Context: an optimization exercise on an open-source flow, tuned for small area and a short achievable clock period. The choices shown serve that exercise and are no tape-out recipe. No run shown here included a check of the RTL's function; only the layout flow was run. No activity file was given, so power comes from the tool's default toggle rates.

**flow/run.sh**
```bash
#!/bin/bash
# synth_recipe.tcl (not shown) runs the flow's synth.tcl, then flattens the netlist and writes it again
# the make line also repeats each setting of config.mk as NAME=value (left out here)
make -C /OpenROAD-flow-scripts/flow DESIGN_CONFIG=/design/flow/config.mk WORK_HOME=/design/flow/orfs CLKGATE_MAP_FILE= SYNTH_SCRIPT=/design/flow/synth_recipe.tcl finish
```
**flow/config.mk**
```make
export PLATFORM = sky130hd
export DESIGN_NAME = cvt_lane
export DESIGN_NICKNAME = cvt_lane
export VERILOG_FILES = /design/flow/design.v
export SDC_FILE = /design/flow/constraint.sdc
export NUM_CORES = 4
export LEC_CHECK = 0
export ABC_AREA = 1
export CAP_MARGIN = 20
export CORE_MARGIN = 2
export CORE_UTILIZATION = 40
export PLACE_DENSITY = 0.6
export SETUP_SLACK_MARGIN = 0.5
export SLEW_MARGIN = 20
```
**flow/constraint.sdc**
```tcl
create_clock -name core_clock -period 15.0 [get_ports {clk}]
set_input_delay 3.0000 -clock core_clock [delete_from_list [all_inputs] [get_ports {clk}]]
set_output_delay 3.0000 -clock core_clock [all_outputs]
set_load 0.01 [all_outputs]
```
**flow/design.v**
```verilog
module cvt_lane (
    input  wire        clk,
    input  wire        rst,
    input  wire        in_valid,
    input  wire [31:0] in_src,       
    input  wire [7:0]  in_e,         
    input  wire [3:0]  in_fmt,       
    input  wire [1:0]  in_rm,        
    input  wire        in_sat,       
    input  wire [23:0] in_u,         
    output reg         out_valid,
    output reg  [31:0] out_res,      
    output reg         out_invalid,
    output reg         out_overflow
);
    function automatic [10:0] add11(input [10:0] a, input [10:0] b, input cin);
        reg [10:0] g, p, G, P;
        integer i;
        begin
            g = a & b;
            p = a ^ b;
            G = g;
            P = p;
            for (i = 10; i >= 1; i = i - 1) begin G[i] = G[i] | (P[i] & G[i-1]); P[i] = P[i] & P[i-1]; end
            for (i = 10; i >= 2; i = i - 1) begin G[i] = G[i] | (P[i] & G[i-2]); P[i] = P[i] & P[i-2]; end
            for (i = 10; i >= 4; i = i - 1) begin G[i] = G[i] | (P[i] & G[i-4]); P[i] = P[i] & P[i-4]; end
            for (i = 10; i >= 8; i = i - 1) begin G[i] = G[i] | (P[i] & G[i-8]); P[i] = P[i] & P[i-8]; end
            add11[0] = p[0] ^ cin;
            for (i = 1; i <= 10; i = i + 1)
                add11[i] = p[i] ^ (G[i-1] | (P[i-1] & cin));
        end
    endfunction
    reg va, vb, vc;
    always @(posedge clk) begin
        if (rst) begin
            va <= 1'b0; vb <= 1'b0; vc <= 1'b0; out_valid <= 1'b0;
        end else begin
            va <= in_valid; vb <= va; vc <= vb; out_valid <= vc;
        end
    end
    wire [7:0] E0 = in_src[30:23];
    reg        a_s, a_Ez, a_Ex, a_sat;
    reg [22:0] a_F;
    reg [9:0]  a_X;
    reg        a_int, a_i32, a_e5, a_e4, a_h, a_bf, a_sp;
    reg [1:0]  a_rm;
    reg [23:0] a_u;
    always @(posedge clk) begin
        a_s   <= in_src[31];
        a_F   <= in_src[22:0];
        a_Ez  <= ~|E0;
        a_Ex  <= &E0;
        a_X   <= add11({3'b000, E0}, ~{{3{in_e[7]}}, in_e}, 1'b1);
        a_int <= in_fmt[3];
        a_i32 <= in_fmt[3] & in_fmt[2];
        a_e5  <= ~in_fmt[3] & in_fmt[2];
        a_e4  <= ~in_fmt[3] & ~in_fmt[2] & in_fmt[1] & in_fmt[0];
        a_h   <= ~in_fmt[3] & ~in_fmt[2] & in_fmt[1] & ~in_fmt[0];
        a_bf  <= ~in_fmt[3] & ~in_fmt[2] & ~in_fmt[1] & in_fmt[0];
        a_sp  <= ~in_fmt[3] & ~in_fmt[2] & ~in_fmt[1] & ~in_fmt[0];
        a_rm  <= in_rm;
        a_sat <= in_sat;
        a_u   <= in_u;
    end
    wire               Ez1 = a_Ez;
    wire        [22:0] F1  = a_F;
    wire               Fz1 = ~|F1;
    wire signed [10:0] X1  = {a_X[9], a_X};       
    wire nan1  = a_Ex & ~Fz1;
    wire snan1 = nan1 & ~F1[22];
    wire inf1  = a_Ex & Fz1;
    wire zero1 = Ez1 & Fz1;
    wire i_int1 = a_int;
    wire i_e5_1 = a_e5;
    wire i_e4_1 = a_e4;
    wire i_h_1  = a_h;
    wire i_bf_1 = a_bf;
    wire i_sp_1 = a_sp;
    wire [2:0] fc1 = {a_e5 | a_int, a_int | a_h | a_e4, a_bf | a_e4 | (a_int & a_i32)};
    reg [4:0] clz1;
    integer k;
    always @(*) begin
        clz1 = 5'd23;
        for (k = 0; k < 23; k = k + 1)
            if (F1[k]) clz1 = 5'd22 - k[4:0];
    end
    wire [4:0] lzf1 = Ez1 ? clz1 : 5'd0;
    wire [23:0] M1 = {~Ez1, F1};
    reg  [4:0]  ctz1;
    always @(*) begin
        ctz1 = 5'd24;
        for (k = 23; k >= 0; k = k - 1)
            if (M1[k]) ctz1 = k[4:0];
    end
    reg [8:0] C1;
    reg [4:0] nn1;
    reg [8:0] Ymax1, Ymin1;
    always @(*) begin
        C1    = ({9{i_int1}} & 9'd150) | ({9{i_e5_1}} & 9'd134) | ({9{i_e4_1}} & 9'd141) |
                ({9{i_h_1}}  & 9'd126) | ({9{i_bf_1}} & 9'd17)  | ({9{i_sp_1}} & 9'd1);
        nn1   = ({5{i_e5_1}} & 5'd21)  | ({5{i_e4_1}} & 5'd20)  | ({5{i_h_1}}  & 5'd13) |
                ({5{i_bf_1}} & 5'd16);
        Ymax1 = ({9{i_e5_1 | i_h_1}} & 9'd142) | ({9{i_e4_1}} & 9'd135) |
                ({9{i_bf_1 | i_sp_1}} & 9'd254);
        Ymin1 = ({9{i_e5_1 | i_h_1}} & 9'd113) | ({9{i_e4_1}} & 9'd121) |
                ({9{i_bf_1 | i_sp_1}} & 9'd1);
    end
    wire signed [10:0] nsub32 = add11({2'd0, C1} + 11'd32, ~X1, ~Ez1);
    wire        [6:0]  nnrm32 = {2'd0, nn1} + 7'd32 - {2'd0, lzf1} - {6'd0, Ez1};
    wire signed [10:0] Y1     = add11(X1, ~{6'd0, lzf1}, 1'b1);           
    wire signed [10:0] Xm1    = add11(X1, ~{2'd0, Ymin1}, 1'b1);
    wire               normal1 = ~i_int1 & ~zero1 & ~Xm1[10] & ((|Xm1[9:5]) | (Xm1[4:0] >= lzf1));
    wire        [6:0]  shs1   = nsub32[10] ? 7'd0 : (|nsub32[9:7]) ? 7'd127 : nsub32[6:0];
    wire        [6:0]  sh1    = normal1 ? nnrm32 : shs1;
    wire        [6:0]  ctz33  = {2'd0, ctz1} + 7'd33;
    wire               blw_s1 = (nsub32 > $signed({4'd0, ctz33}));
    wire               blw_n1 = (nnrm32 > ctz33);
    wire               below1 = normal1 ? blw_n1 : blw_s1;
    wire               yeq1    = ~Ez1 & (X1 == $signed({2'd0, Ymax1}));
    wire               fbig1   = ~Ez1 & ((X1 > $signed({2'd0, Ymax1})) | (i_e4_1 & yeq1 & (&F1[22:20])));
    wire               ibig1   = (nsub32 <= 11'sd23);
    wire               spec1   = nan1 | inf1;
    reg [23:0] Mx1;
    reg [7:0]  efx1;
    always @(*) begin
        if (i_int1) begin
            Mx1  = 24'd0;
            efx1 = 8'd0;
        end else if (nan1 | (inf1 & i_e4_1)) begin
            Mx1  = i_e4_1 ? 24'hF0_0000 : 24'hC0_0000;
            efx1 = i_e4_1 ? 8'h0F : (i_h_1 | i_e5_1) ? 8'h1F : 8'hFF;
        end else if (inf1) begin
            Mx1  = 24'h80_0000;
            efx1 = (i_h_1 | i_e5_1) ? 8'h1F : 8'hFF;
        end else begin
            Mx1  = i_sp_1 ? 24'hFF_FFFF : i_bf_1 ? 24'hFF_0000 : i_h_1 ? 24'hFF_E000 : 24'hE0_0000;
            efx1 = i_e4_1 ? 8'h0F : (i_h_1 | i_e5_1) ? 8'h1E : 8'hFE;
        end
    end
    wire        force1 = spec1 | (~i_int1 & fbig1);
    wire [23:0] Mb1    = force1 ? Mx1 : M1;
    wire [7:0]  ef1    = force1 ? efx1 :
                         ~normal1 ? 8'd0 :
                         i_e4_1 ? {4'd0, ~Y1[3], Y1[2:0]} :
                         (i_h_1 | i_e5_1) ? {3'd0, ~Y1[4], Y1[3:0]} : Y1[7:0];
    wire        big1   = i_int1 ? (~nan1 & (ibig1 | inf1)) : (fbig1 & ~spec1);
    wire        inv1   = i_int1 ? spec1 : (snan1 | (inf1 & i_e4_1));
    wire        s1     = a_s & ~nan1;
    reg        b_s, b_below, b_big, b_yeq, b_sat, b_inv;
    reg [23:0] b_M, b_u;
    reg [6:0]  b_sh;
    reg [7:0]  b_ef;
    reg [2:0]  b_fmt;
    reg [1:0]  b_rm;
    always @(posedge clk) begin
        b_s     <= s1;
        b_M     <= Mb1;
        b_sh    <= sh1;
        b_below <= below1;
        b_big   <= big1;
        b_yeq   <= yeq1 & ~spec1;
        b_ef    <= ef1;
        b_fmt   <= fc1;
        b_rm    <= a_rm;
        b_sat   <= a_sat;
        b_u     <= a_u;
        b_inv   <= inv1;
    end
    wire [79:0] win2  = {b_M, 56'd0} >> b_sh;
    wire [31:0] kept2 = win2[55:24];
    wire [23:0] frac2 = win2[23:0];
    reg ru2;
    always @(*) begin
        case (b_rm)
            2'd0:    ru2 = frac2[23] & (b_below | kept2[0]);
            2'd1:    ru2 = (frac2 > b_u);
            default: ru2 = 1'b0;
        endcase
    end
    reg        c_s, c_ru, c_big, c_yeq, c_sat, c_inv;
    reg [31:0] c_kept;
    reg [7:0]  c_ef;
    reg [2:0]  c_fmt;
    always @(posedge clk) begin
        c_s    <= b_s;
        c_kept <= kept2;
        c_ru   <= ru2;
        c_big  <= b_big;
        c_yeq  <= b_yeq;
        c_ef   <= b_ef;
        c_fmt  <= b_fmt;
        c_sat  <= b_sat;
        c_inv  <= b_inv;
    end
    wire i_int3 = c_fmt[2] & c_fmt[1];
    wire i_i8_3 = c_fmt[2] & c_fmt[1] & ~c_fmt[0];
    wire i_e5_3 = c_fmt[2] & ~c_fmt[1];
    wire i_e4_3 = ~c_fmt[2] & c_fmt[1] & c_fmt[0];
    wire i_h_3  = ~c_fmt[2] & c_fmt[1] & ~c_fmt[0];
    wire i_bf_3 = ~c_fmt[2] & ~c_fmt[1] & c_fmt[0];
    reg [30:0] pk3;
    always @(*) begin
        if (i_e5_3)      pk3 = {24'd0, c_ef[4:0], c_kept[1:0]};
        else if (i_e4_3) pk3 = {24'd0, c_ef[3:0], c_kept[2:0]};
        else if (i_h_3)  pk3 = {16'd0, c_ef[4:0], c_kept[9:0]};
        else if (i_bf_3) pk3 = {16'd0, c_ef[7:0], c_kept[6:0]};
        else             pk3 = {c_ef[7:0], c_kept[22:0]};
    end
    wire m_ones3 = i_e5_3 ? (&c_kept[1:0]) :
                   i_e4_3 ? (c_kept[2:0] == 3'b110) :
                   i_h_3  ? (&c_kept[9:0]) :
                   i_bf_3 ? (&c_kept[6:0]) : (&c_kept[22:0]);
    wire late3   = c_yeq & m_ones3;
    wire [31:0] inc_a = i_int3 ? (c_kept ^ {32{c_s}}) : {1'b0, pk3};
    wire        inc_c = i_int3 ? (c_s ^ c_ru) : (c_ru & ~late3);
    wire [31:0] inc3  = inc_a + {31'd0, inc_c};
    wire iovf8   = c_big | (|c_kept[31:8]) |
                   (c_s ? (c_kept[7] & ((|c_kept[6:0]) | c_ru))
                        : (c_kept[7] | ((&c_kept[6:0]) & c_ru)));
    wire iovf32  = c_big | (c_kept[31] & (~c_s | (|c_kept[30:0])));
    wire isat3   = c_sat & (i_i8_3 ? iovf8 : iovf32);
    wire [31:0] sgn3 = i_int3 ? 32'd0 :
                       (i_e5_3 | i_e4_3) ? {24'd0, c_s, 7'd0} :
                       (i_h_3 | i_bf_3)  ? {16'd0, c_s, 15'd0} : {c_s, 31'd0};
    wire [31:0] bnd3 = i_i8_3 ? {24'd0, c_s, {7{~c_s}}} : {c_s, {31{~c_s}}};
    wire [31:0] res3 = (i_int3 & isat3) ? bnd3 :
                       ((i_i8_3 ? {24'd0, inc3[7:0]} : inc3) | sgn3);
    wire        ovf3 = i_int3 ? (isat3 & ~c_inv) : (c_big | (late3 & c_ru));
    always @(posedge clk) begin
        out_res      <= res3;
        out_invalid  <= c_inv;
        out_overflow <= ovf3;
    end
endmodule
```
==> impl_metrics.csv, run 1 <==
group,metric,value,unit
detailed_routing,first_iter_violations,655,
power_and_ir_drop,clockPowerShare,0.268,
min_path,hold_path.class,"flop to flop",
sta,setup_viol_count_final,0,
yosys,ys_ff_latch,231,
yosys,synth_common_cells,"nand2_1 (382), dfxtp_1 (231), inv_1 (215)",
sta,fin_crit_sh,0.332,
sta,slew_violations,0,
yosys,synth_top_area_frac,0.360,
clocking,clock_tree.root_cell,"clkbuf_16",
global_routing,grt_pass1_wl,54900,µm
sta,min_period,4980,ps
global_routing,grt.total_usage,0.202,
power_and_ir_drop,power,2.40,mW
sta,setup-tns-final,0,ps
min_path,holdPathStages,0,
detailed_routing,wl,34100,µm
die,fp.dieArea,33500,µm²
detailed_routing,post_drt_via_cell_ratio,5.04,
yosys,yosys.area.top_type,"dfxtp_1",
sta,hold_violations,0,
yosys,synth_area_leaders,"dfxtp_1 (36%), nand2_1 (11%), ha_1 (9.2%)",
clocking,cts_sinks,231,
worst_setup_path,criticalPathCategory,"input port to flop",
power_and_ir_drop,p_leak,6.91,nW
sta,rsz0062_at_grt,"false",
yosys,async_reset_ff_frac,0,
clocking,h-tree-depth,1,
sta,fin_worst_skew,19.1,ps
sta,fmax,201,MHz
yosys,muxShareOfSynthArea,0.00312,
global_routing,grt_pass1_vias,10900,
worst_setup_path,end_kind,"flop",
yosys,synth_cell_types,65,
layout,synthToLayoutAreaGrowth,17.6,%
yosys,synth-simple-area-share,0.247,
clocking,ctsResizeCount,0,
power_and_ir_drop,powerDensity,159,nW/µm²
yosys,synth-seq-area-share,0.360,
clocking,clkTransAtPathRegs,60,ps
clocking,cts-buffers-inserted,26,
yosys,yosysWarnings,1,
clocking,cts_tree,"done",
placement,numPortBuffers,108,
power_and_ir_drop,p_seq_frac,0.340,
detailed_routing,drc,0,
placement,hpwl,27200,µm
die,die_x,183,µm
worst_setup_path,critPathMaxFanout,3,
clocking,cts_setup_buffers,0,
global_routing,grt-ovfl-total,0,
worst_setup_path,worstPathRequired,15400,ps
flow_run,maxCapViolCount,0,
power_and_ir_drop,p_sw,933,µW
clocking,cts_hold_buffers,0,
yosys,synth-xor-area-share,0.0450,
power_and_ir_drop,power_frac_comb,0.392,
yosys,synthAdderAreaFrac,0.0932,
yosys,synth.most_common_cell,"nand2_1",
placement,placed_cells,2233,
yosys,syn_avg_cell_area,7.24,µm²
worst_setup_path,ff2ff_path_depth,15,
yosys,synth_top_family_by_area,"simple AND/OR/NAND/NOR gates",
die,start_util,0.407,
global_routing,antenna_found_initial,0,
detailed_routing,drt-pass1-iter-count,5,
die,fp-row-count,65,
yosys,synthCells,1774,
yosys,synth_edf_count,0,
die,die_h,183,µm
power_and_ir_drop,p_sw_frac,0.390,
die,io_pins,109,
layout,final_cells,2281,
placement,gp_congestion,0.919,
layout,fin_nets,2028,
sta,slew_headroom,0.362,
power_and_ir_drop,peakVddDrop,0.0934,mV
detailed_routing,num_vias,11500,
yosys,synth_compound_area_frac,0.160,
layout,n_antenna_cell,0,
power_and_ir_drop,power.internal,1.46,mW
outcome,status,"finished clean",
worst_setup_path,critical_path_arrival,5380,ps
yosys,ys.flop_type,"dfxtp_1",
worst_setup_path,worstSetupStartpointType,"input port",
clocking,cts_buffer_depth,3,
detailed_routing,post_drt_wl_per_cell,14.9,µm
yosys,syn_area,12800,µm²
detailed_routing,drtAntennaViolNets,0,
clocking,clk_latency,540,ps
global_routing,grt_max_degree,41,
sta,worstMarginPinSlew,951,ps
layout,drive_gt1_frac,0.0649,
die,core,31600,µm²
==> cell families after synthesis <==
group,count (synthesis)
AND/OR/NAND/NOR,728
AO/OA/AOI/OAI,352
buffers and inverters,296
flip-flops,231
adder cells (fa/ha/maj),95
XOR/XNOR,66
multiplexers,4
other,2
==> layer usage <==
metal	part of all wire	up-vias	GRT usage	routed length, µm
met5	0	-	0	0
met3	0.045	47	0.0216	1530
met4	0.024	0	0.0502	805
met1	0.46	5157	0.260	15600
met2	0.47	290	0.362	16200
li1	-	6000	-	-
==> final timing paths <==
kind / start / to / slack, ps
setup / recovery: in_src[23] / a_X[8] / 10020
setup reg to reg: b_sh[1] / c_ru / 10260
hold / removal: b_sat / c_sat / 320
hold reg to reg: b_sat / c_sat / 320
==> state kept, by name, indices dropped and copies added (netlist names), 10 cells and up <==
| register | count |
|---|---|
| b_u | 24 |
| c_kept | 32 |
| out_res | 32 |
| a_F | 23 |
| a_u | 24 |
| b_M | 24 |
| a_X | 10 |
==> placed cells by master (no fill, tap or decap), types with 17 or more instances in the layout <==
cell	Yosys	final
a21oi_1	70	70
nand3_1	70	70
nor3_1	23	23
dfxtp_1	231	231
o21ai_0	154	154
clkdlybuf4s50_1	0	108
inv_1	215	214
xor2_1	46	46
nand2_1	382	382
clkbuf_16	0	27
inv_2	20	20
xnor2_1	20	20
nor2_1	163	163
nor4_1	17	17
o21ai_1	17	17
ha_1	94	94
nand4_1	25	25
o22ai_1	37	37
==> cell type report <==
cell class | instances | area (µm²)
Inverter | 238 | 896
Clock inverter | 13 | 131
Clock buffer | 35 | 766
Multi-Input combinational cell | 1249 | 7050
Timing Repair Buffer | 113 | 1120
Sequential cell | 231 | 4620
Tap cell | 402 | 503
Fill cell | 3243 | 16500
==> worst max-delay path: stages <==
cell and delay, ps:
clkdlybuf4s50_1 510, inv_1 70, ha_1 310, o21a_1 190, nor2_1 140, o21bai_1 120, a21oi_1 210, o21bai_1 120
a21oi_1 210, nor2_1 80, nor2_1 140, o21ai_0 120, xor2_1 150
==> power groups by stage <==
stage          sequential (mW)  combinational (mW)  clock (mW)
4_1_cts                  0.815               0.931       0.663
2_1_floorplan            0.798               0.666           0
3_5_place_dp             0.828               0.926           0
6_report                 0.815               0.939       0.641
5_1_grt                  0.827                1.06       0.684
3_3_place_gp             0.827               0.917           0
==> per-stage QoR <==
step | util | hold slack [ps] | cell area [µm²] | setup WS, ps
5_1_grt | 0.478 | 329 | 15100 | 9680
3_3_place_gp | 0.450 | 312 | 14200 | 9540
4_1_cts | 0.478 | 313 | 15100 | 10040
6_report | 0.478 | 322 | 15100 | 10020
3_5_place_dp | 0.450 | 312 | 14200 | 9490
2_1_floorplan | - | 310 | 12800 | 10210
==> run 2, diff against run 1 <==
--- a/flow/design.v
+++ b/flow/design.v
@@ -41,7 +41,7 @@
     wire [7:0] E0 = in_src[30:23];
     reg        a_s, a_Ez, a_Ex, a_sat;
     reg [22:0] a_F;
-    reg [9:0]  a_X;
+    reg [7:0]  a_E, a_e;
     reg        a_int, a_i32, a_e5, a_e4, a_h, a_bf, a_sp;
     reg [1:0]  a_rm;
     reg [23:0] a_u;
@@ -50,7 +50,8 @@
         a_F   <= in_src[22:0];
         a_Ez  <= ~|E0;
         a_Ex  <= &E0;
-        a_X   <= add11({3'b000, E0}, ~{{3{in_e[7]}}, in_e}, 1'b1);
+        a_E   <= E0;
+        a_e   <= in_e;
         a_int <= in_fmt[3];
         a_i32 <= in_fmt[3] & in_fmt[2];
         a_e5  <= ~in_fmt[3] & in_fmt[2];
@@ -65,7 +66,7 @@
     wire               Ez1 = a_Ez;
     wire        [22:0] F1  = a_F;
     wire               Fz1 = ~|F1;
-    wire signed [10:0] X1  = {a_X[9], a_X};       
+    wire signed [10:0] X1  = add11({3'b000, a_E}, ~{{3{a_e[7]}}, a_e}, 1'b1);   
     wire nan1  = a_Ex & ~Fz1;
     wire snan1 = nan1 & ~F1[22];
     wire inf1  = a_Ex & Fz1;
@@ -179,15 +180,13 @@
     end
     reg        c_s, c_ru, c_big, c_yeq, c_sat, c_inv;
     reg [31:0] c_kept;
-    reg [7:0]  c_ef;
     reg [2:0]  c_fmt;
     always @(posedge clk) begin
         c_s    <= b_s;
-        c_kept <= kept2;
+        c_kept <= {kept2[31:24] | b_ef, kept2[23:0]};
         c_ru   <= ru2;
         c_big  <= b_big;
         c_yeq  <= b_yeq;
-        c_ef   <= b_ef;
         c_fmt  <= b_fmt;
         c_sat  <= b_sat;
         c_inv  <= b_inv;
@@ -198,6 +197,7 @@
     wire i_e4_3 = ~c_fmt[2] & c_fmt[1] & c_fmt[0];
     wire i_h_3  = ~c_fmt[2] & c_fmt[1] & ~c_fmt[0];
     wire i_bf_3 = ~c_fmt[2] & ~c_fmt[1] & c_fmt[0];
+    wire [7:0] c_ef = c_kept[31:24];
     reg [30:0] pk3;
     always @(*) begin
         if (i_e5_3)      pk3 = {24'd0, c_ef[4:0], c_kept[1:0]};
==> run 2 against run 1 <==
  * Total power fell by 5.3%
  * Clock power is 4.5% higher
  * Clock-buffer cell count is 1 higher
  * Clock skew barely moved
  * Synthesized area barely moved
  * Hold slack improved by 2.3 ps
  * Synthesized cell count decreased by 0.23%
  * Register-to-register slack improved by 210 ps
  * First-iteration DRC count increased by 24%
  * Critical endpoint is now c_ru
  * Die area barely moved
  * Wire length grew 6.2%
==> impl_metrics.csv, run 2 <==
group,metric,value,unit
clocking,ctsResizeCount,0,
sta,worstMarginPinSlew,894,ps
worst_setup_path,worstSetupStartpointType,"flop",
worst_setup_path,ff2ff_path_depth,18,
clocking,cts_sinks,229,
yosys,synth_cell_types,63,
worst_setup_path,cp-startpoint,"b_sh[0]",
die,die_h,183,µm
worst_setup_path,worstPathRequired,15450,ps
sta,fin_worst_skew,19.4,ps
global_routing,grt_pass1_wl,57600,µm
outcome,status,"finished clean",
die,fp.dieArea,33500,µm²
clocking,cts_hold_buffers,0,
global_routing,grt_pass1_vias,10800,
detailed_routing,first_iter_violations,810,
layout,utilization,0.480,
clocking,cts_tree,"done",
yosys,synth_area_leaders,"dfxtp_1 (36%), nand2_1 (11%), ha_1 (9.2%)",
yosys,yosysWarnings,1,
worst_setup_path,end_kind,"flop",
worst_setup_path,worstPathCellList,"inv_1, nand2_1, nand2_1, o21ai_0, o21ai_0, o21ai_0, nor2_1, a31oi_1, nor2_1, ha_1, inv_1, nor4_1, nand2_1, o2111ai_1, a21oi_1, a21oi_1, nor2_1, a211oi_1",
yosys,synth-seq-area-share,0.357,
layout,drive_gt1_frac,0.0693,
power_and_ir_drop,power,2.27,mW
worst_setup_path,rr_endpoint,"c_ru",
clocking,cts_setup_buffers,0,
layout,fin_nets,2026,
power_and_ir_drop,p_sw_frac,0.371,
worst_setup_path,worst-path-stages,18,
layout,final_cells,2278,
detailed_routing,wl,36200,µm
layout,n_antenna_cell,0,
clocking,cts-buffers-inserted,26,
yosys,synth.most_common_cell,"nand2_1",
yosys,synthCells,1770,
detailed_routing,drtAntennaViolNets,0,
sta,slew_violations,0,
power_and_ir_drop,p_seq_frac,0.344,
clocking,clkTransAtPathRegs,60,ps
placement,dp_slack,10590,ps
sta,setup-tns-final,0,ps
clocking,clk_latency,550,ps
worst_setup_path,critPathMaxFanout,27,
yosys,yosys.area.top_type,"dfxtp_1",
die,io_pins,109,
power_and_ir_drop,peakVddDrop,0.0856,mV
worst_setup_path,criticalPathCategory,"flop to flop",
power_and_ir_drop,clockPowerShare,0.295,
clocking,h-tree-depth,1,
flow_run,maxCapViolCount,0,
detailed_routing,post_drt_via_cell_ratio,5.11,
yosys,ys_ff_latch,229,
layout,final_cell_mix,"nand2_1 (391), dfxtp_1 (229), inv_1 (206)",
clocking,cts_buffer_depth,3,
sta,min_period,4530,ps
yosys,synth_common_cells,"nand2_1 (391), dfxtp_1 (229), inv_1 (207)",
worst_setup_path,r2r_setup_slack,10470,ps
detailed_routing,drt-pass1-iter-count,7,
sta,fin_crit_sh,0.302,
yosys,async_reset_ff_frac,0,
worst_setup_path,cp_top_family,"compound AO/OA/AOI/OAI gates",
clocking,clock_tree.root_cell,"clkbuf_16",
yosys,syn_avg_cell_area,7.25,µm²
yosys,synth_edf_count,0,
power_and_ir_drop,powerDensity,150,nW/µm²
worst_setup_path,path_buf_inv,2,
yosys,ys.flop_type,"dfxtp_1",
worst_setup_path,cpPeakStageDelay,860,ps
global_routing,grt_max_degree,41,
placement,numPortBuffers,108,
sta,hold_violations,0,
layout,final_common_cell,"nand2_1",
die,fp-row-count,65,
yosys,syn_area,12800,µm²
power_and_ir_drop,power.internal,1.43,mW
placement,placed_cells,2230,
sta,fmax,221,MHz
sta,final_critical_path_setup_slack,10470,ps
sta,slew_headroom,0.398,
detailed_routing,drc,0,
worst_setup_path,crit_slowest_cell,"dfxtp_1",
global_routing,antenna_found_initial,0,
detailed_routing,post_drt_wl_per_cell,15.9,µm
placement,gp_congestion,0.928,
worst_setup_path,rr_startpoint,"b_sh[0]",
yosys,synth_top_area_frac,0.357,
layout,reg_top3,"c_kept x32, out_res x32",
sta,setup_viol_count_final,0,
die,die_x,183,µm
global_routing,grt-ovfl-total,0,
worst_setup_path,critical_path_arrival,4980,ps
power_and_ir_drop,p_leak,6.93,nW
die,core,31600,µm²
detailed_routing,num_vias,11600,
die,start_util,0.407,
power_and_ir_drop,power_frac_comb,0.360,
placement,hpwl,29000,µm
power_and_ir_drop,p_sw,842,µW
layout,synthToLayoutAreaGrowth,18.1,%
min_path,hold_path.class,"flop to flop",
global_routing,grt.total_usage,0.216,
worst_setup_path,crit_end,"c_ru",
sta,rsz0062_at_grt,"false",
[run 2: cell count changes in the layout (fill, tap and decap cells not counted), moves of 6 or more]
cell / delta
inv_2: -9
nand2_2: +12
a21oi_1: -13
nand3_1: +14
o211ai_1: +6
xor2_1: -11
inv_1: -8
o21ai_2: +11
nor2_1: -9
nand2_1: +9
[run 2: per-stage QoR]
step	hold slack, ps	area (µm²)
final	324	15200
after global routing	330	15200
after CTS	325	15100
after detailed placement	312	14200
after global placement	314	14200
after floorplan	310	12800
[run 2: power by group through the flow]
stage | Sequential [mW] | Clock (mW) | Combinational (mW)
finish | 0.782 | 0.670 | 0.817
global route | 0.793 | 0.714 | 0.916
CTS | 0.782 | 0.690 | 0.807
detailed placement | 0.795 | 0 | 0.803
floorplan | 0.773 | 0 | 0.556
global placement | 0.794 | 0 | 0.800
[run 2: worst reg2reg max path, stage by stage, from the launching register on]
cell	delay (ps)
dfxtp_1	860
inv_1	550
nand2_1	160
nand2_1	80
o21ai_0	450
o21ai_0	260
o21ai_0	280
nor2_1	70
a31oi_1	250
nor2_1	80
ha_1	290
inv_1	40
nor4_1	410
nand2_1	110
o2111ai_1	90
a21oi_1	60
a21oi_1	150
nor2_1	50
a211oi_1	170
[run 2: routing by layer]
layer | GRT usage | vias up | routed length (µm)
li1 | - | 6022 | -
met1 | 0.282 | 5253 | 16500
met2 | 0.365 | 291 | 16700
met4 | 0.0762 | 0 | 1330
met5 | 0 | - | 0
met3 | 0.0294 | 67 | 1640
[run 2: worst min path at each step]
stage	cells after the start	to	slack [ps]	start
global route	0	c_sat	330	b_sat
global placement	0	b_u[21]	310	a_u[21]
CTS	0	c_fmt[0]	330	b_fmt[0]
finish	0	c_fmt[0]	320	b_fmt[0]
floorplan	0	b_rm[0]	310	a_rm[0]
detailed placement	0	b_u[0]	310	a_u[0]
[run 2: kinds of logic (layout without fill, tap and decap cells)]
family | Yosys count | in the layout | synth area share
AO/OA/AOI/OAI | 352 | 352 | 0.162
XOR/XNOR | 60 | 60 | 0.0415
adder cells (fa/ha/maj) | 95 | 95 | 0.0932
buffers and inverters | 276 | 380 | 0.0841
flip-flops | 229 | 229 | 0.357
multiplexers | 4 | 4 | 0.00312
other | 2 | 4 | 0.000585
AND/OR/NAND/NOR | 752 | 752 | 0.259
[run 2: cell type report]
class / count / area (µm²)
well taps: 402 / 503
inverters: 220 / 826
flip-flops and latches: 229 / 4580
repair buffers: 113 / 1140
clock inverters: 11 / 164
multi-input cells: 1267 / 7180
clock buffers: 36 / 759
fillers: 3162 / 16400
==> run 3, diff against run 2 <==
--- a/flow/config.mk
+++ b/flow/config.mk
@@ -11,4 +11,4 @@
 export CORE_UTILIZATION = 40
 export PLACE_DENSITY = 0.6
 export SETUP_SLACK_MARGIN = 0.5
-export SLEW_MARGIN = 20
+export SLEW_MARGIN = 60
==> run 3 against run 2 <==
  * Still clean on timing, DRC and antenna
  * Synthesized area stayed put
  * Non-clock buffer count down 1
  * Design area hardly changed
  * Wire length decreased by 0.23%
  * Fmax increased by 3.2%
  * Utilization about the same
  * Via count shrank 0.69%
  * Synthesized cell count unchanged
  * Combinational power about the same
  * Critical endpoint is now out_res[2]
==> impl_metrics.csv, run 3 <==
group,metric,value,unit
global_routing,grt_pass1_vias,10700,
yosys,yosys.area.top_type,"dfxtp_1",
die,fp-row-count,65,
outcome,status,"finished clean",
layout,final_cells,2275,
yosys,ys.flop_type,"dfxtp_1",
detailed_routing,dr_wl_met3,1780,µm
sta,min_period,4390,ps
yosys,syn_avg_cell_area,7.25,µm²
flow_run,maxCapViolCount,0,
sta,fin_worst_skew,8.33,ps
yosys,ys_ff_latch,229,
placement,placed_cells,2230,
global_routing,grt.total_usage,0.214,
die,core,31600,µm²
clocking,cts_sinks,229,
detailed_routing,num_vias,11600,
clocking,h-tree-depth,1,
clocking,cts_setup_buffers,0,
die,start_util,0.407,
yosys,muxShareOfSynthArea,0.00312,
sta,hold_violations,0,
yosys,async_reset_ff_frac,0,
worst_setup_path,critical_path_arrival,1390,ps
yosys,synth_cell_types,63,
yosys,synth_edf_count,0,
power_and_ir_drop,powerDensity,148,nW/µm²
layout,drive_gt1_frac,0.0801,
layout,fin_nets,2024,
layout,fillers,3188,
yosys,synth_top_area_frac,0.357,
clocking,clk_latency,530,ps
clocking,clkTransAtPathRegs,60,ps
detailed_routing,post_drt_via_cell_ratio,5.08,
sta,slew_headroom,0.635,
global_routing,grt-ovfl-total,0,
layout,reg_top3,"c_kept x32, out_res x32",
worst_setup_path,cp_top_family,"buffers and inverters",
layout,final_common_cell,"nand2_1",
yosys,synth-seq-area-share,0.357,
detailed_routing,routedLengthMet1,16500,µm
yosys,syn_area,12800,µm²
global_routing,antenna_found_initial,0,
placement,hpwl,29000,µm
global_routing,grt_max_degree,41,
worst_setup_path,end_kind,"output port",
clocking,cts-buffers-inserted,25,
yosys,synth.most_common_cell,"nand2_1",
die,io_pins,109,
die,die_x,183,µm
worst_setup_path,r2r_setup_slack,10730,ps
yosys,synth_common_cells,"nand2_1 (391), dfxtp_1 (229), inv_1 (207)",
worst_setup_path,critPathMaxFanout,1,
clocking,ctsResizeCount,0,
layout,seqCellArea,4590,µm²
yosys,synth-xor-area-share,0.0415,
layout,final_cell_mix,"nand2_1 (389), dfxtp_1 (226), inv_1 (202)",
yosys,synth-simple-area-share,0.259,
detailed_routing,top_layer_used,"met4",
worst_setup_path,path_buf_inv,1,
yosys,synth_compound_area_frac,0.162,
sta,fin_crit_sh,0.293,
layout,n_antenna_cell,0,
worst_setup_path,worstPathRequired,12000,ps
clocking,clock_tree.root_cell,"clkbuf_16",
detailed_routing,post_drt_wl_per_cell,15.9,µm
placement,numPortBuffers,108,
power_and_ir_drop,p_leak,6.90,nW
worst_setup_path,worstSetupStartpointType,"flop",
die,fp.dieArea,33500,µm²
yosys,yosysWarnings,1,
worst_setup_path,cpPeakStageDelay,540,ps
clocking,cts_tree,"done",
power_and_ir_drop,peakVddDrop,0.0824,mV
yosys,synth_area_leaders,"dfxtp_1 (36%), nand2_1 (11%), ha_1 (9.2%)",
yosys,synthCells,1770,
sta,setup_viol_count_final,0,
yosys,synth_top_family_by_area,"simple AND/OR/NAND/NOR gates",
detailed_routing,drc,0,
layout,synthToLayoutAreaGrowth,18.0,%
detailed_routing,wl,36100,µm
clocking,cts_buffer_depth,3,
layout,multi_input_area,7230,µm²
sta,fmax,228,MHz
min_path,hold_path.class,"flop to flop",
yosys,synthAdderAreaFrac,0.0932,
sta,worstMarginPinSlew,546,ps
sta,slew_violations,0,
detailed_routing,drtAntennaViolNets,0,
die,die_h,183,µm
global_routing,grt_pass1_wl,57000,µm
clocking,cts_hold_buffers,0,
detailed_routing,drt-pass1-iter-count,5,
sta,rsz0062_at_grt,"false",
worst_setup_path,worstPathCellList,"clkdlybuf4s50_1",
sta,setup-tns-final,0,ps
worst_setup_path,crit_slowest_cell,"clkdlybuf4s50_1",
detailed_routing,wl_met2,16600,µm
detailed_routing,first_iter_violations,802,
placement,gp_congestion,0.928,
worst_setup_path,criticalPathCategory,"flop to output port",
[run 3: cell counts after synthesis]
No cell type changed its count.
[run 3: through the flow]
step / utilization / power (mW) / area, µm² / worst slack (ps) / hold slack [ps]
after floorplan: - / 1.33 / 12800 / 11560 / 310
after global placement: 0.450 / 1.59 / 14200 / 10780 / 314
after detailed placement: 0.451 / 1.60 / 14200 / 10830 / 312
after CTS: 0.479 / 2.26 / 15100 / 10570 / 327
after global routing: 0.480 / 2.40 / 15100 / 10330 / 331
final: 0.480 / 2.24 / 15100 / 10610 / 328
[run 3: logic make-up after synthesis]
kind of cell	after synthesis
simple gates	752
compound gates	352
buf+inv	276
flops	229
fa+ha+maj	95
xor+xnor	60
mux	4
other cells	2
[run 3: path summary, 6_finish.rpt]
path / startpoint / end / depth (start not counted)
worst min-delay path: b_sat / c_sat / 0
worst min register to register: b_sat / c_sat / 0
worst max register to register: a_F[0] / b_ef[7] / 33
worst max-delay path: out_res[2] / out_res[2] / 1
[run 3: area by class of cell]
| class | instances | share of cell area |
|---|---|---|
| Inverter | 220 | 0.0548 |
| Sequential cell | 229 | 0.303 |
| Tap cell | 402 | 0.0332 |
| Timing Repair Buffer | 112 | 0.0734 |
| Multi-Input combinational cell | 1267 | 0.477 |
| Clock buffer | 29 | 0.0443 |
| Clock inverter | 16 | 0.0140 |
[run 3: power breakdown]
group	switching (mW)	internal, mW	total [mW]
registers	0.0786	0.703	0.781
logic	0.516	0.301	0.817
clock network	0.253	0.393	0.645
[run 3: per-layer routing]
layer  GRT usage  vias to the layer above
li1            -                     6008
met1       0.279                     5166
met2       0.358                      317
met3      0.0346                       62
met4      0.0774                        0
met5           0                        -
==> run 4, diff against run 3 <==
==> flow/flow/run.sh (new file) <==
#!/bin/bash
# Own flow: the standard layout, with one change to synthesis -- the
# combinational logic is mapped for area (flow/abc_area.script, no buffering
# or sizing) and without Yosys's full/half-adder extraction.  Registers,
# their names and their cells are exactly as in the standard synthesis.
set -euo pipefail
W=$PWD
rm -rf "$W/scripts_own"
cp -r "$FLOW_HOME/scripts" "$W/scripts_own"
sed -i -e 's/^  extract_fa .*$/  # extract_fa skipped/' \
       -e 's/^  techmap -map \$::env(ADDER_MAP_FILE)$/  # adder map skipped/' \
       "$W/scripts_own/synth.tcl"
grep -q "extract_fa skipped" "$W/scripts_own/synth.tcl"
cp "$W/flow/abc_area.script" "$W/scripts_own/abc_area.script"
bash "$W/standard.sh" SCRIPTS_DIR="$W/scripts_own" finish > "$W/standard.log" 2>&1
==> flow/flow/abc_area.script (new file) <==
strash
&get -n
&st
&dch
&nf -a
&put
strash
dch
map -a
topo
stime -c
==> flow/standard.sh (new file) <==
#!/bin/bash
# synth_recipe.tcl (not shown) runs the flow's synth.tcl, then flattens the netlist and writes it again
# the make line also repeats each setting of config.mk as NAME=value (left out here)
make -C /OpenROAD-flow-scripts/flow DESIGN_CONFIG=/design/flow/config.mk WORK_HOME=/design/flow/orfs CLKGATE_MAP_FILE= SYNTH_SCRIPT=/design/flow/synth_recipe.tcl "${@:-finish}"
removed: flow/run.sh
==> run 4 against run 3 <==
  * Still clean
  * Critical path depth up 25
  * Clock-buffer cell count is 2 higher
  * Die area fell by 14%
  * Critical path type is now flop to flop
  * Utilization increased by 2.2 points
  * Synthesized cell count fell by 10%
==> impl_metrics.csv, run 4 <==
group,metric,value,unit
layout,final_cell_mix,"nand2_1 (276), clkinv_1 (249), nor2_1 (248)",
yosys,async_reset_ff_frac,0,
die,io_pins,109,
yosys,synthAdderAreaFrac,0,
yosys,synth-simple-area-share,0.239,
sta,rsz0062_at_grt,"false",
sta,fin_worst_skew,11.3,ps
worst_setup_path,worstPathRequired,15460,ps
placement,numPortBuffers,108,
clocking,ctsResizeCount,0,
sta,slew_violations,0,
layout,final_cells,2093,
yosys,ys_ff_latch,229,
worst_setup_path,worstSetupStartpointType,"flop",
yosys,synth_area_leaders,"dfxtp_1 (41%), nand2_1 (9.4%), o21ai_0 (8.6%)",
power_and_ir_drop,p_leak,5.24,nW
worst_setup_path,path_common_cell,"nor2_1",
min_path,hold_path.class,"flop to flop",
yosys,yosys.area.top_type,"dfxtp_1",
die,start_util,0.409,
yosys,yosysWarnings,1,
clocking,cts_buffer_depth,3,
global_routing,antenna_found_initial,0,
layout,final_common_cell,"nand2_1",
layout,reg_top3,"c_kept x32, out_res x32",
clocking,clock_tree.root_cell,"clkbuf_16",
clocking,clk_latency,530,ps
global_routing,grt_max_degree,43,
global_routing,grt_pass1_wl,52200,µm
clocking,cts_sinks,229,
sta,worstMarginPinSlew,597,ps
outcome,status,"finished clean",
detailed_routing,drt-pass1-iter-count,5,
yosys,syn_area,11000,µm²
worst_setup_path,end_kind,"flop",
die,die_x,170,µm
global_routing,grt_pass1_vias,9995,
clocking,cts_setup_buffers,0,
sta,setup_viol_count_final,0,
placement,placed_cells,2045,
layout,drive_gt1_frac,0.0519,
detailed_routing,drtAntennaViolNets,0,
sta,fin_hold_ws,318,ps
yosys,synth.most_common_cell,"nand2_1",
sta,slew_headroom,0.600,
die,fp.dieArea,29000,µm²
global_routing,grt.total_usage,0.228,
yosys,synth_edf_count,0,
detailed_routing,first_iter_violations,707,
die,fp-row-count,60,
placement,hpwl,27100,µm
clocking,clkTransAtPathRegs,60,ps
detailed_routing,drc,0,
worst_setup_path,crit_slowest_cell,"dfxtp_1",
power_and_ir_drop,powerDensity,163,nW/µm²
yosys,synthCells,1591,
sta,fin_crit_sh,0.355,
detailed_routing,post_drt_via_cell_ratio,5.13,
sta,min_period,5320,ps
yosys,synth_top_area_frac,0.415,
detailed_routing,num_vias,10700,
power_and_ir_drop,peakVddDrop,0.0917,mV
clocking,cts-buffers-inserted,26,
layout,n_antenna_cell,0,
clocking,cts_tree,"done",
clocking,cts_hold_buffers,0,
detailed_routing,post_drt_wl_per_cell,15.8,µm
yosys,syn_avg_cell_area,6.94,µm²
yosys,ys.flop_type,"dfxtp_1",
die,die_h,170,µm
yosys,synth_compound_area_frac,0.219,
worst_setup_path,critPathMaxFanout,16,
flow_run,maxCapViolCount,0,
yosys,muxShareOfSynthArea,0.00917,
sta,fmax,188,MHz
yosys,synth-xor-area-share,0.0325,
layout,synthToLayoutAreaGrowth,22.8,%
sta,hold_violations,0,
yosys,synth_top_family_by_area,"simple AND/OR/NAND/NOR gates",
yosys,synth-seq-area-share,0.415,
die,core,27000,µm²
clocking,h-tree-depth,1,
layout,utilization,0.502,
detailed_routing,wl,33200,µm
placement,gp_congestion,0.943,
layout,fin_nets,1806,
worst_setup_path,criticalPathCategory,"flop to flop",
worst_setup_path,critical_path_arrival,5780,ps
yosys,synth_common_cells,"nand2_1 (278), clkinv_1 (253), nor2_1 (251)",
yosys,synth_cell_types,42,
sta,setup-tns-final,0,ps
worst_setup_path,cpPeakStageDelay,460,ps
global_routing,grt-ovfl-total,0,
[run 4: cell count changes in the layout (fill, tap and decap cells not counted), moves of 52 or more]
cell      delta
clkinv_1   +248
inv_1      -202
nand2_1    -113
nor2_1      +97
ha_1        -94
nand3_1     -52
[run 4: cells by family after synthesis]
logic type / Yosys count
flip-flops: 229
multiplexers: 10
AO/OA/AOI/OAI: 412
AND/OR/NAND/NOR: 646
buffers and inverters: 253
XOR/XNOR: 41
[run 4: path summary, 6_finish.rpt]
| check | from | to | slack, ps | depth (start not counted) |
|---|---|---|---|---|
| hold / removal | a_u[3] | b_u[3] | 320 | 0 |
| setup / recovery | c_fmt[2] | out_res[31] | 9680 | 26 |
| setup reg to reg | c_fmt[2] | out_res[31] | 9680 | 26 |
| hold reg to reg | a_u[3] | b_u[3] | 320 | 0 |
[run 4: area by class of cell]
| cell class | count | area (µm²) |
|---|---|---|
| Fill cell | 2772 | 13500 |
| Multi-Input combinational cell | 1109 | 5560 |
| Sequential cell | 229 | 4590 |
| Timing Repair Buffer | 113 | 1120 |
| Inverter | 253 | 952 |
| Clock buffer | 31 | 731 |
| Tap cell | 341 | 427 |
| Clock inverter | 17 | 194 |
[run 4: per-stage QoR]
| step | area, µm² | setup WS (ps) | power, mW |
|---|---|---|---|
| 6_report | 13600 | 9680 | 2.22 |
| 5_1_grt | 13600 | 8880 | 2.36 |
| 3_3_place_gp | 12600 | 9650 | 1.56 |
| 3_5_place_dp | 12600 | 9750 | 1.56 |
| 2_1_floorplan | 11000 | 9900 | 1.27 |
| 4_1_cts | 13500 | 9710 | 2.23 |
[run 4: worst max-delay path, delay by kind of cell, from the launching register on]
kind	cells	cell delay [ps]
flip-flops	1	460
buffers and inverters	7	1390
AND/OR/NAND/NOR	14	2830
AO/OA/AOI/OAI	5	580
[run 4: routing by layer]
| metal | vias to the layer above | track usage | share of wire |
|---|---|---|---|
| met5 | - | 0 | 0 |
| met4 | 0 | 0.101 | 0.048 |
| met3 | 87 | 0.0247 | 0.035 |
| met2 | 276 | 0.416 | 0.50 |
| met1 | 4757 | 0.269 | 0.42 |
| li1 | 5625 | - | - |
[run 4: where the power goes]
group          switching (mW)  leakage [nW]  internal [mW]
clock network           0.260         0.456          0.403
logic                   0.492          2.87          0.269
registers              0.0865          1.91          0.708
==> run 5, diff against run 4 <==
--- a/flow/design.v
+++ b/flow/design.v
@@ -39,7 +39,7 @@
         end
     end
     wire [7:0] E0 = in_src[30:23];
-    reg        a_s, a_Ez, a_Ex, a_sat;
+    reg        a_s, a_sat;
     reg [22:0] a_F;
     reg [7:0]  a_E, a_e;
     reg        a_int, a_i32, a_e5, a_e4, a_h, a_bf, a_sp;
@@ -48,8 +48,6 @@
     always @(posedge clk) begin
         a_s   <= in_src[31];
         a_F   <= in_src[22:0];
-        a_Ez  <= ~|E0;
-        a_Ex  <= &E0;
         a_E   <= E0;
         a_e   <= in_e;
         a_int <= in_fmt[3];
@@ -63,13 +61,14 @@
         a_sat <= in_sat;
         a_u   <= in_u;
     end
-    wire               Ez1 = a_Ez;
+    wire               Ez1 = ~|a_E;
+    wire               Ex1 = &a_E;
     wire        [22:0] F1  = a_F;
     wire               Fz1 = ~|F1;
     wire signed [10:0] X1  = add11({3'b000, a_E}, ~{{3{a_e[7]}}, a_e}, 1'b1);   
-    wire nan1  = a_Ex & ~Fz1;
+    wire nan1  = Ex1 & ~Fz1;
     wire snan1 = nan1 & ~F1[22];
-    wire inf1  = a_Ex & Fz1;
+    wire inf1  = Ex1 & Fz1;
     wire zero1 = Ez1 & Fz1;
     wire i_int1 = a_int;
     wire i_e5_1 = a_e5;
@@ -87,12 +86,6 @@
     end
     wire [4:0] lzf1 = Ez1 ? clz1 : 5'd0;
     wire [23:0] M1 = {~Ez1, F1};
-    reg  [4:0]  ctz1;
-    always @(*) begin
-        ctz1 = 5'd24;
-        for (k = 23; k >= 0; k = k - 1)
-            if (M1[k]) ctz1 = k[4:0];
-    end
     reg [8:0] C1;
     reg [4:0] nn1;
     reg [8:0] Ymax1, Ymin1;
@@ -113,10 +106,6 @@
     wire               normal1 = ~i_int1 & ~zero1 & ~Xm1[10] & ((|Xm1[9:5]) | (Xm1[4:0] >= lzf1));
     wire        [6:0]  shs1   = nsub32[10] ? 7'd0 : (|nsub32[9:7]) ? 7'd127 : nsub32[6:0];
     wire        [6:0]  sh1    = normal1 ? nnrm32 : shs1;
-    wire        [6:0]  ctz33  = {2'd0, ctz1} + 7'd33;
-    wire               blw_s1 = (nsub32 > $signed({4'd0, ctz33}));
-    wire               blw_n1 = (nnrm32 > ctz33);
-    wire               below1 = normal1 ? blw_n1 : blw_s1;
     wire               yeq1    = ~Ez1 & (X1 == $signed({2'd0, Ymax1}));
     wire               fbig1   = ~Ez1 & ((X1 > $signed({2'd0, Ymax1})) | (i_e4_1 & yeq1 & (&F1[22:20])));
     wire               ibig1   = (nsub32 <= 11'sd23);
@@ -147,7 +136,7 @@
     wire        big1   = i_int1 ? (~nan1 & (ibig1 | inf1)) : (fbig1 & ~spec1);
     wire        inv1   = i_int1 ? spec1 : (snan1 | (inf1 & i_e4_1));
     wire        s1     = a_s & ~nan1;
-    reg        b_s, b_below, b_big, b_yeq, b_sat, b_inv;
+    reg        b_s, b_big, b_yeq, b_sat, b_inv;
     reg [23:0] b_M, b_u;
     reg [6:0]  b_sh;
     reg [7:0]  b_ef;
@@ -157,7 +146,6 @@
         b_s     <= s1;
         b_M     <= Mb1;
         b_sh    <= sh1;
-        b_below <= below1;
         b_big   <= big1;
         b_yeq   <= yeq1 & ~spec1;
         b_ef    <= ef1;
@@ -173,20 +161,39 @@
     reg ru2;
     always @(*) begin
         case (b_rm)
-            2'd0:    ru2 = frac2[23] & (b_below | kept2[0]);
+            2'd0:    ru2 = frac2[23] & ((|frac2[22:0]) | kept2[0]);
             2'd1:    ru2 = (frac2 > b_u);
             default: ru2 = 1'b0;
         endcase
     end
-    reg        c_s, c_ru, c_big, c_yeq, c_sat, c_inv;
-    reg [31:0] c_kept;
+    wire i_int2 = b_fmt[2] & b_fmt[1];
+    wire i_e5_2 = b_fmt[2] & ~b_fmt[1];
+    wire i_e4_2 = ~b_fmt[2] & b_fmt[1] & b_fmt[0];
+    wire i_h_2  = ~b_fmt[2] & b_fmt[1] & ~b_fmt[0];
+    wire i_bf_2 = ~b_fmt[2] & ~b_fmt[1] & b_fmt[0];
+    reg [31:0] val2;
+    always @(*) begin
+        if (i_int2)      val2 = kept2;
+        else if (i_e5_2) val2 = {25'd0, b_ef[4:0], kept2[1:0]};
+        else if (i_e4_2) val2 = {25'd0, b_ef[3:0], kept2[2:0]};
+        else if (i_h_2)  val2 = {17'd0, b_ef[4:0], kept2[9:0]};
+        else if (i_bf_2) val2 = {17'd0, b_ef[7:0], kept2[6:0]};
+        else             val2 = {1'b0, b_ef[7:0], kept2[22:0]};
+    end
+    wire m_top2 = i_e5_2 ? (&kept2[1:0]) :
+                  i_e4_2 ? (kept2[2:0] == 3'b110) :
+                  i_h_2  ? (&kept2[9:0]) :
+                  i_bf_2 ? (&kept2[6:0]) : (&kept2[22:0]);
+    wire late2  = b_yeq & m_top2;
+    reg        c_s, c_ru, c_big, c_late, c_sat, c_inv;
+    reg [31:0] c_val;
     reg [2:0]  c_fmt;
     always @(posedge clk) begin
         c_s    <= b_s;
-        c_kept <= {kept2[31:24] | b_ef, kept2[23:0]};
+        c_val  <= val2;
         c_ru   <= ru2;
         c_big  <= b_big;
-        c_yeq  <= b_yeq;
+        c_late <= late2;
         c_fmt  <= b_fmt;
         c_sat  <= b_sat;
         c_inv  <= b_inv;
@@ -197,27 +204,13 @@
     wire i_e4_3 = ~c_fmt[2] & c_fmt[1] & c_fmt[0];
     wire i_h_3  = ~c_fmt[2] & c_fmt[1] & ~c_fmt[0];
     wire i_bf_3 = ~c_fmt[2] & ~c_fmt[1] & c_fmt[0];
-    wire [7:0] c_ef = c_kept[31:24];
-    reg [30:0] pk3;
-    always @(*) begin
-        if (i_e5_3)      pk3 = {24'd0, c_ef[4:0], c_kept[1:0]};
-        else if (i_e4_3) pk3 = {24'd0, c_ef[3:0], c_kept[2:0]};
-        else if (i_h_3)  pk3 = {16'd0, c_ef[4:0], c_kept[9:0]};
-        else if (i_bf_3) pk3 = {16'd0, c_ef[7:0], c_kept[6:0]};
-        else             pk3 = {c_ef[7:0], c_kept[22:0]};
-    end
-    wire m_ones3 = i_e5_3 ? (&c_kept[1:0]) :
-                   i_e4_3 ? (c_kept[2:0] == 3'b110) :
-                   i_h_3  ? (&c_kept[9:0]) :
-                   i_bf_3 ? (&c_kept[6:0]) : (&c_kept[22:0]);
-    wire late3   = c_yeq & m_ones3;
-    wire [31:0] inc_a = i_int3 ? (c_kept ^ {32{c_s}}) : {1'b0, pk3};
-    wire        inc_c = i_int3 ? (c_s ^ c_ru) : (c_ru & ~late3);
+    wire [31:0] inc_a = c_val ^ {32{i_int3 & c_s}};
+    wire        inc_c = i_int3 ? (c_s ^ c_ru) : (c_ru & ~c_late);
     wire [31:0] inc3  = inc_a + {31'd0, inc_c};
-    wire iovf8   = c_big | (|c_kept[31:8]) |
-                   (c_s ? (c_kept[7] & ((|c_kept[6:0]) | c_ru))
-                        : (c_kept[7] | ((&c_kept[6:0]) & c_ru)));
-    wire iovf32  = c_big | (c_kept[31] & (~c_s | (|c_kept[30:0])));
+    wire iovf8   = c_big | (|c_val[31:8]) |
+                   (c_s ? (c_val[7] & ((|c_val[6:0]) | c_ru))
+                        : (c_val[7] | ((&c_val[6:0]) & c_ru)));
+    wire iovf32  = c_big | (c_val[31] & (~c_s | (|c_val[30:0])));
     wire isat3   = c_sat & (i_i8_3 ? iovf8 : iovf32);
     wire [31:0] sgn3 = i_int3 ? 32'd0 :
                        (i_e5_3 | i_e4_3) ? {24'd0, c_s, 7'd0} :
@@ -225,7 +218,7 @@
     wire [31:0] bnd3 = i_i8_3 ? {24'd0, c_s, {7{~c_s}}} : {c_s, {31{~c_s}}};
     wire [31:0] res3 = (i_int3 & isat3) ? bnd3 :
                        ((i_i8_3 ? {24'd0, inc3[7:0]} : inc3) | sgn3);
-    wire        ovf3 = i_int3 ? (isat3 & ~c_inv) : (c_big | (late3 & c_ru));
+    wire        ovf3 = i_int3 ? (isat3 & ~c_inv) : (c_big | (c_late & c_ru));
     always @(posedge clk) begin
         out_res      <= res3;
         out_invalid  <= c_inv;
==> flow/flow/abc_area.script (replaced) <==
strash
dch
map -D 2800
topo
stime -c
buffer -c
upsize -c
dnsize -c
==> run 5 against run 4 <==
  * Clock skew up 6.5 ps
  * Combinational power down 5.3%
  * Die area up 2.6%
  * Global-route usage down 1.6 points
  * Synthesized cell count up 3.9%
  * Largest cell class unchanged
  * First-iteration DRC count up 4.5%
  * Clock-buffer cell count up 3
  * Setup slack better by 960 ps
  * Via count down 0.52%
  * Sequential share of layout area down 0.86 points
  * Hold slack better by 8.1 ps
  * Largest power group unchanged
  * Still clean
==> impl_metrics.csv, run 5 <==
group,metric,value,unit
sta,final_critical_path_setup_slack,10640,ps
placement,numPortBuffers,108,
placement,place_area,12800,µm²
die,core,27900,µm²
yosys,synth-simple-area-share,0.281,
global_routing,grt.busiest_layer,"met2",
clocking,clock_tree.root_cell,"clkbuf_16",
worst_setup_path,ff2ff_path_depth,22,
clocking,cts_buffer_depth,3,
worst_setup_path,crit_slowest_cell,"clkdlybuf4s50_1",
global_routing,grt_pass1_wl,49700,µm
yosys,synth_top_family_by_area,"simple AND/OR/NAND/NOR gates",
clocking,ctsResizeCount,0,
worst_setup_path,rr_endpoint,"b_ef[4]",
placement,gp_congestion,0.961,
flow_run,maxCapViolCount,0,
yosys,synth_top_area_frac,0.399,
worst_setup_path,end_kind,"output port",
layout,final_cells,2147,
die,io_pins,109,
yosys,syn_area,11300,µm²
global_routing,antenna_found_initial,0,
yosys,synth-xor-area-share,0.0417,
yosys,yosys.area.top_type,"dfxtp_1",
die,fp-row-count,61,
detailed_routing,drtAntennaViolNets,0,
worst_setup_path,path_buf_inv,1,
detailed_routing,post_drt_via_cell_ratio,4.98,
global_routing,grt.total_usage,0.212,
yosys,syn_avg_cell_area,6.86,µm²
worst_setup_path,rr_startpoint,"a_E[1]",
global_routing,grt_pass1_vias,9885,
yosys,synthCells,1653,
sta,fin_crit_sh,0.291,
min_path,hold_end,"b_u[17]",
layout,final_common_cell,"nand2_1",
yosys,synth_area_leaders,"dfxtp_1 (40%), nand2_1 (11%), nor2_1 (9.9%)",
yosys,synth.most_common_cell,"nand2_1",
sta,rsz0062_at_grt,"false",
sta,slew_violations,0,
die,fp.dieArea,29700,µm²
sta,min_period,4360,ps
min_path,holdPathStages,0,
detailed_routing,first_iter_violations,739,
global_routing,gr-usage-met2,0.381,
worst_setup_path,r2r_setup_slack,10720,ps
placement,dp_slack,10770,ps
yosys,synth_edf_count,0,
clocking,cts_sinks,226,
yosys,synth-seq-area-share,0.399,
detailed_routing,drt-pass1-iter-count,7,
layout,drive_gt1_frac,0.0582,
power_and_ir_drop,powerDensity,154,nW/µm²
sta,setup_viol_count_final,0,
layout,final_cell_mix,"nand2_1 (325), nor2_1 (295), dfxtp_1 (223)",
sta,worstMarginPinSlew,538,ps
worst_setup_path,worstPathRequired,12000,ps
placement,placed_cells,2099,
yosys,ys_ff_latch,226,
detailed_routing,drc,0,
die,die_h,172,µm
global_routing,grt-ovfl-total,0,
sta,fin_worst_skew,17.8,ps
die,die_x,172,µm
global_routing,grt_max_degree,42,
worst_setup_path,worstSetupStartpointType,"flop",
layout,reg_top3,"c_val x32, out_res x32",
clocking,h-tree-depth,1,
layout,utilization,0.494,
global_routing,grt_use_met1,0.259,
min_path,hold_start,"a_u[17]",
power_and_ir_drop,peakVddDrop,0.0833,mV
yosys,synthAdderAreaFrac,0.000883,
worst_setup_path,worstPathCellList,"clkdlybuf4s50_1",
power_and_ir_drop,p_leak,6.29,nW
clocking,cts_hold_buffers,0,
worst_setup_path,criticalPathCategory,"flop to output port",
layout,stdcell_area,13800,µm²
yosys,synth_compound_area_frac,0.170,
clocking,clkTransAtPathRegs,60,ps
power_and_ir_drop,power,2.12,mW
min_path,hold_path.class,"flop to flop",
yosys,ys.flop_type,"dfxtp_1",
detailed_routing,num_vias,10700,
yosys,async_reset_ff_frac,0,
die,start_util,0.407,
layout,n_antenna_cell,0,
sta,hold_violations,0,
detailed_routing,wl,31300,µm
yosys,yosysWarnings,1,
yosys,synth_common_cells,"nand2_1 (327), nor2_1 (300), dfxtp_1 (226)",
sta,slew_headroom,0.640,
yosys,synth_cell_types,59,
outcome,status,"finished clean",
clocking,cts-buffers-inserted,26,
sta,setup-tns-final,0,ps
layout,synthToLayoutAreaGrowth,21.2,%
worst_setup_path,critPathMaxFanout,1,
detailed_routing,post_drt_wl_per_cell,14.6,µm
worst_setup_path,cp_top_family,"buffers and inverters",
clocking,cts_setup_buffers,0,
clocking,clk_latency,530,ps
yosys,muxShareOfSynthArea,0.0168,
worst_setup_path,critical_path_arrival,1360,ps
sta,fin_hold_ws,326,ps
placement,hpwl,25100,µm
worst_setup_path,cpPeakStageDelay,530,ps
global_routing,grt_use_met3,0.0268,
layout,fin_nets,1823,
clocking,cts_tree,"done",
sta,fmax,229,MHz
run 5: cell count changes in the layout (fill, tap and decap cells not counted), sizes merged, moves of 9 or more:
| cell | delta |
|---|---|
| a21oi | -19 |
| nor4 | +9 |
| o21ai | -51 |
| nand2 | +58 |
| xor2 | +15 |
| clkinv | -248 |
| mux2i | +10 |
| nor3 | -18 |
| inv | +218 |
| nor2 | +58 |
| o22ai | -22 |
run 5: power by group:
group          switching (mW)  total, mW  internal, mW
clock                   0.250      0.657         0.407
sequential             0.0628      0.745         0.682
combinational           0.463      0.721         0.257
total                   0.776       2.12          1.35
run 5: cells by family (layout without fill, tap and decap cells):
kind of cell,Yosys count,in the layout
mux,19,19
compound gates,323,323
buf+inv,273,389
xor+xnor,54,54
simple gates,757,757
fa+ha+maj,1,1
flops,226,226
run 5: worst max-delay path by stage:
stage	start	end	slack [ps]	cells past startpoint
after detailed placement	a_E[1]	b_ef[4]	10770	22
final	out_res[3]	out_res[3]	10640	1
after global placement	a_E[1]	b_ef[4]	10740	22
after global routing	a_E[1]	b_ef[4]	10200	22
after CTS	out_invalid	out_invalid	10600	1
after floorplan	c_fmt[1]	out_res[31]	11630	28
run 5: layout make-up:
class                           instances  area, µm²
Clock inverter                         14        175
Inverter                              226        850
Fill cell                            2799      14100
Tap cell                              378        473
Multi-Input combinational cell       1154       5820
Timing Repair Buffer                  115       1150
Sequential cell                       226       4530
Clock buffer                           34        752
run 5: metal layers:
metal	up-vias	wire length [µm]
li1	5578	-
met1	4767	13600
met2	279	15100
met3	65	1340
met4	0	1160
met5	-	0
==> run 6, diff against run 5 <==
==> flow/run.sh (new file) <==
#!/bin/bash
# synth_recipe.tcl (not shown) runs the flow's synth.tcl, then flattens the netlist and writes it again
# the make line also repeats each setting of config.mk as NAME=value (left out here)
make -C /OpenROAD-flow-scripts/flow DESIGN_CONFIG=/design/flow/config.mk WORK_HOME=/design/flow/orfs CLKGATE_MAP_FILE= SYNTH_SCRIPT=/design/flow/synth_recipe.tcl finish
--- a/flow/config.mk
+++ b/flow/config.mk
@@ -9,6 +9,8 @@
 export CAP_MARGIN = 20
 export CORE_MARGIN = 2
 export CORE_UTILIZATION = 40
+export CTS_CLUSTER_DIAMETER = 100
+export CTS_CLUSTER_SIZE = 30
 export PLACE_DENSITY = 0.6
 export SETUP_SLACK_MARGIN = 0.5
 export SLEW_MARGIN = 60
removed: flow/flow/run.sh
removed: flow/flow/abc_area.script
removed: flow/standard.sh
==> run 6 against run 5 <==
  * Total power decreased by 2.4%
  * Synthesized area is 9.9% higher
  * Critical path depth unchanged
  * Non-clock buffer count up 1
  * Sequential power about the same
  * Critical path type unchanged
  * Final cell count rose by 4.0%
  * Combinational power increased by 31%
==> impl_metrics.csv, run 6 <==
group,metric,value,unit
outcome,status,"finished clean",
worst_setup_path,worstPathCellList,"clkdlybuf4s50_1",
power_and_ir_drop,power,2.07,mW
detailed_routing,drt-pass1-iter-count,6,
yosys,synth.most_common_cell,"nand2_1",
clocking,clk_latency,490,ps
layout,final_cells,2232,
placement,hpwl,26800,µm
detailed_routing,post_drt_via_cell_ratio,5.06,
yosys,muxShareOfSynthArea,0,
clocking,clkTransAtPathRegs,110,ps
sta,slew_violations,0,
sta,setup_viol_count_final,0,
detailed_routing,post_drt_wl_per_cell,14.7,µm
clocking,cts_setup_buffers,0,
global_routing,grt.total_usage,0.198,
die,io_pins,109,
global_routing,gr-usage-met2,0.342,
power_and_ir_drop,p_leak,6.80,nW
global_routing,grt.busiest_layer,"met2",
clocking,ctsResizeCount,0,
clocking,cts_sinks,226,
detailed_routing,wl,32800,µm
worst_setup_path,worstPathRequired,12000,ps
die,start_util,0.406,
detailed_routing,first_iter_violations,804,
global_routing,grt_pass1_vias,10500,
sta,slew_headroom,0.564,
sta,hold_violations,0,
yosys,synth_cell_types,60,
die,die_h,181,µm
worst_setup_path,cp_top_family,"buffers and inverters",
yosys,yosys.area.top_type,"dfxtp_1",
yosys,synth_top_family_by_area,"simple AND/OR/NAND/NOR gates",
global_routing,grt_max_degree,44,
clocking,cts_buffer_depth,3,
global_routing,grt-ovfl-total,0,
placement,gp_congestion,0.976,
sta,fin_hold_ws,324,ps
yosys,synth_area_leaders,"dfxtp_1 (36%), nand2_1 (13%), ha_1 (8.1%)",
yosys,synth-simple-area-share,0.309,
layout,synthToLayoutAreaGrowth,14.9,%
yosys,synth-seq-area-share,0.363,
worst_setup_path,path_buf_inv,1,
global_routing,grt_use_met1,0.249,
yosys,yosysWarnings,1,
clocking,cts-buffers-inserted,13,
layout,final_cell_mix,"nand2_1 (435), dfxtp_1 (225), inv_1 (203)",
sta,worstMarginPinSlew,647,ps
worst_setup_path,end_kind,"output port",
min_path,hold_path.class,"flop to flop",
sta,final_critical_path_setup_slack,10670,ps
detailed_routing,num_vias,11300,
layout,drive_gt1_frac,0.0425,
worst_setup_path,critical_path_arrival,1330,ps
layout,final_common_cell,"nand2_1",
die,fp-row-count,64,
layout,n_antenna_cell,0,
sta,min_period,4330,ps
layout,stdcell_area,14300,µm²
layout,utilization,0.467,
worst_setup_path,worstSetupStartpointType,"flop",
yosys,synth_top_area_frac,0.363,
placement,placed_cells,2213,
power_and_ir_drop,powerDensity,145,nW/µm²
yosys,syn_area,12500,µm²
clocking,cts_hold_buffers,0,
layout,reg_top3,"c_val x32, out_res x32",
sta,fmax,231,MHz
yosys,synthAdderAreaFrac,0.0829,
die,fp.dieArea,32600,µm²
worst_setup_path,critPathMaxFanout,1,
global_routing,antenna_found_initial,1,
die,core,30700,µm²
clocking,clock_tree.root_cell,"clkbuf_16",
placement,dp_slack,11040,ps
clocking,cts_tree,"done",
global_routing,grt_use_met3,0.0216,
detailed_routing,drc,0,
yosys,synth_compound_area_frac,0.0995,
layout,fin_nets,1988,
placement,numPortBuffers,108,
worst_setup_path,cpPeakStageDelay,530,ps
sta,fin_crit_sh,0.289,
power_and_ir_drop,peakVddDrop,0.0849,mV
yosys,ys.flop_type,"dfxtp_1",
yosys,ys_ff_latch,226,
layout,fillers,3197,
worst_setup_path,criticalPathCategory,"flop to output port",
yosys,async_reset_ff_frac,0,
yosys,synth_common_cells,"nand2_1 (438), dfxtp_1 (226), inv_1 (205)",
die,die_x,181,µm
global_routing,grt_pass1_wl,52800,µm
yosys,syn_avg_cell_area,7.10,µm²
detailed_routing,drtAntennaViolNets,0,
yosys,synthCells,1754,
placement,place_area,13900,µm²
worst_setup_path,crit_slowest_cell,"clkdlybuf4s50_1",
yosys,synth_edf_count,0,
sta,fin_worst_skew,16.4,ps
sta,rsz0062_at_grt,"false",
clocking,h-tree-depth,1,
sta,setup-tns-final,0,ps
yosys,synth-xor-area-share,0.0616,
flow_run,maxCapViolCount,0,
run 6: changes by cell type in the layout (fill, tap and decap cells not counted), moves of 20 or more:
cell and delta:
nor2_1 -147, ha_1 +81, nand2_1 +110, a21oi_1 +23, o21ai_0 -45, o22ai_1 -24
xnor2_1 +23, and2_1 +25, a31oi_1 -20, o31ai_1 -21, nand3_1 +137
run 6: routing by layer:
layer  up-vias  wire (µm)
met4         0       1580
met2       360      15500
met1      5036      14100
met5         -          0
met3        73       1710
li1       5815          -
run 6: worst paths after layout:
| path | slack (ps) | cells past startpoint | end | from |
|---|---|---|---|---|
| min reg2reg | 320 | 0 | b_u[4] | a_u[4] |
| max reg2reg | 10960 | 21 | b_M[3] | a_E[0] |
| min | 320 | 0 | b_u[4] | a_u[4] |
| max | 10670 | 1 | out_valid | out_valid |
run 6: final cells by class:
cell class	instances	area, µm²	area share
timing repair buffer	116	1140	0.0797
clock buffer	13	325	0.0227
tap	396	495	0.0346
sequential	226	4530	0.316
multi-input combinational	1262	6930	0.484
clock inverter	6	98.8	0.00690
inverter	213	800	0.0559
run 6: kinds of logic after synthesis:
family,after synthesis
buffers and inverters,266
AO/OA/AOI/OAI,220
adder cells (fa/ha/maj),82
flip-flops,226
AND/OR/NAND/NOR,878
XOR/XNOR,82
run 6: power breakdown:
group	switching [mW]	total, mW	internal, mW
clock	0.210	0.381	0.171
combinational	0.611	0.948	0.337
sequential	0.0548	0.743	0.688

[separate check: timing with driven ports]
The results above use ideal ports. As a check the final layouts listed here were re-extracted and re-timed, cells and wires unchanged. Step 1 sets driving cells, clkbuf_16 on the clock port and buf_2 on the other inputs (assumed; they add their load-dependent delay and slew). Step 2 also shifts input and output timing later by t, the mid clock arrival at the registers, as if the neighbouring blocks saw the same clock. Three values: no drivers, after step 1, after step 2; two values: the first two.
| run | shift t [ns] | slack for setup (ns) |
|---|---|---|
| run 1 | 0.577 | 10.020 / 10.048 / 9.470 |
| run 2 | 0.592 | 10.467 / 10.467 / 10.467 |
| run 3 | 0.581 | 10.605 / 10.553 / 10.730 |
| run 4 | 0.571 | 9.680 / 9.680 / 9.680 |
| run 5 | 0.569 | 10.636 / 10.589 / 10.720 |
| run 6 | 0.532 | 10.665 / 10.616 / 10.963 |
After both steps setup and hold are still met in every run listed.
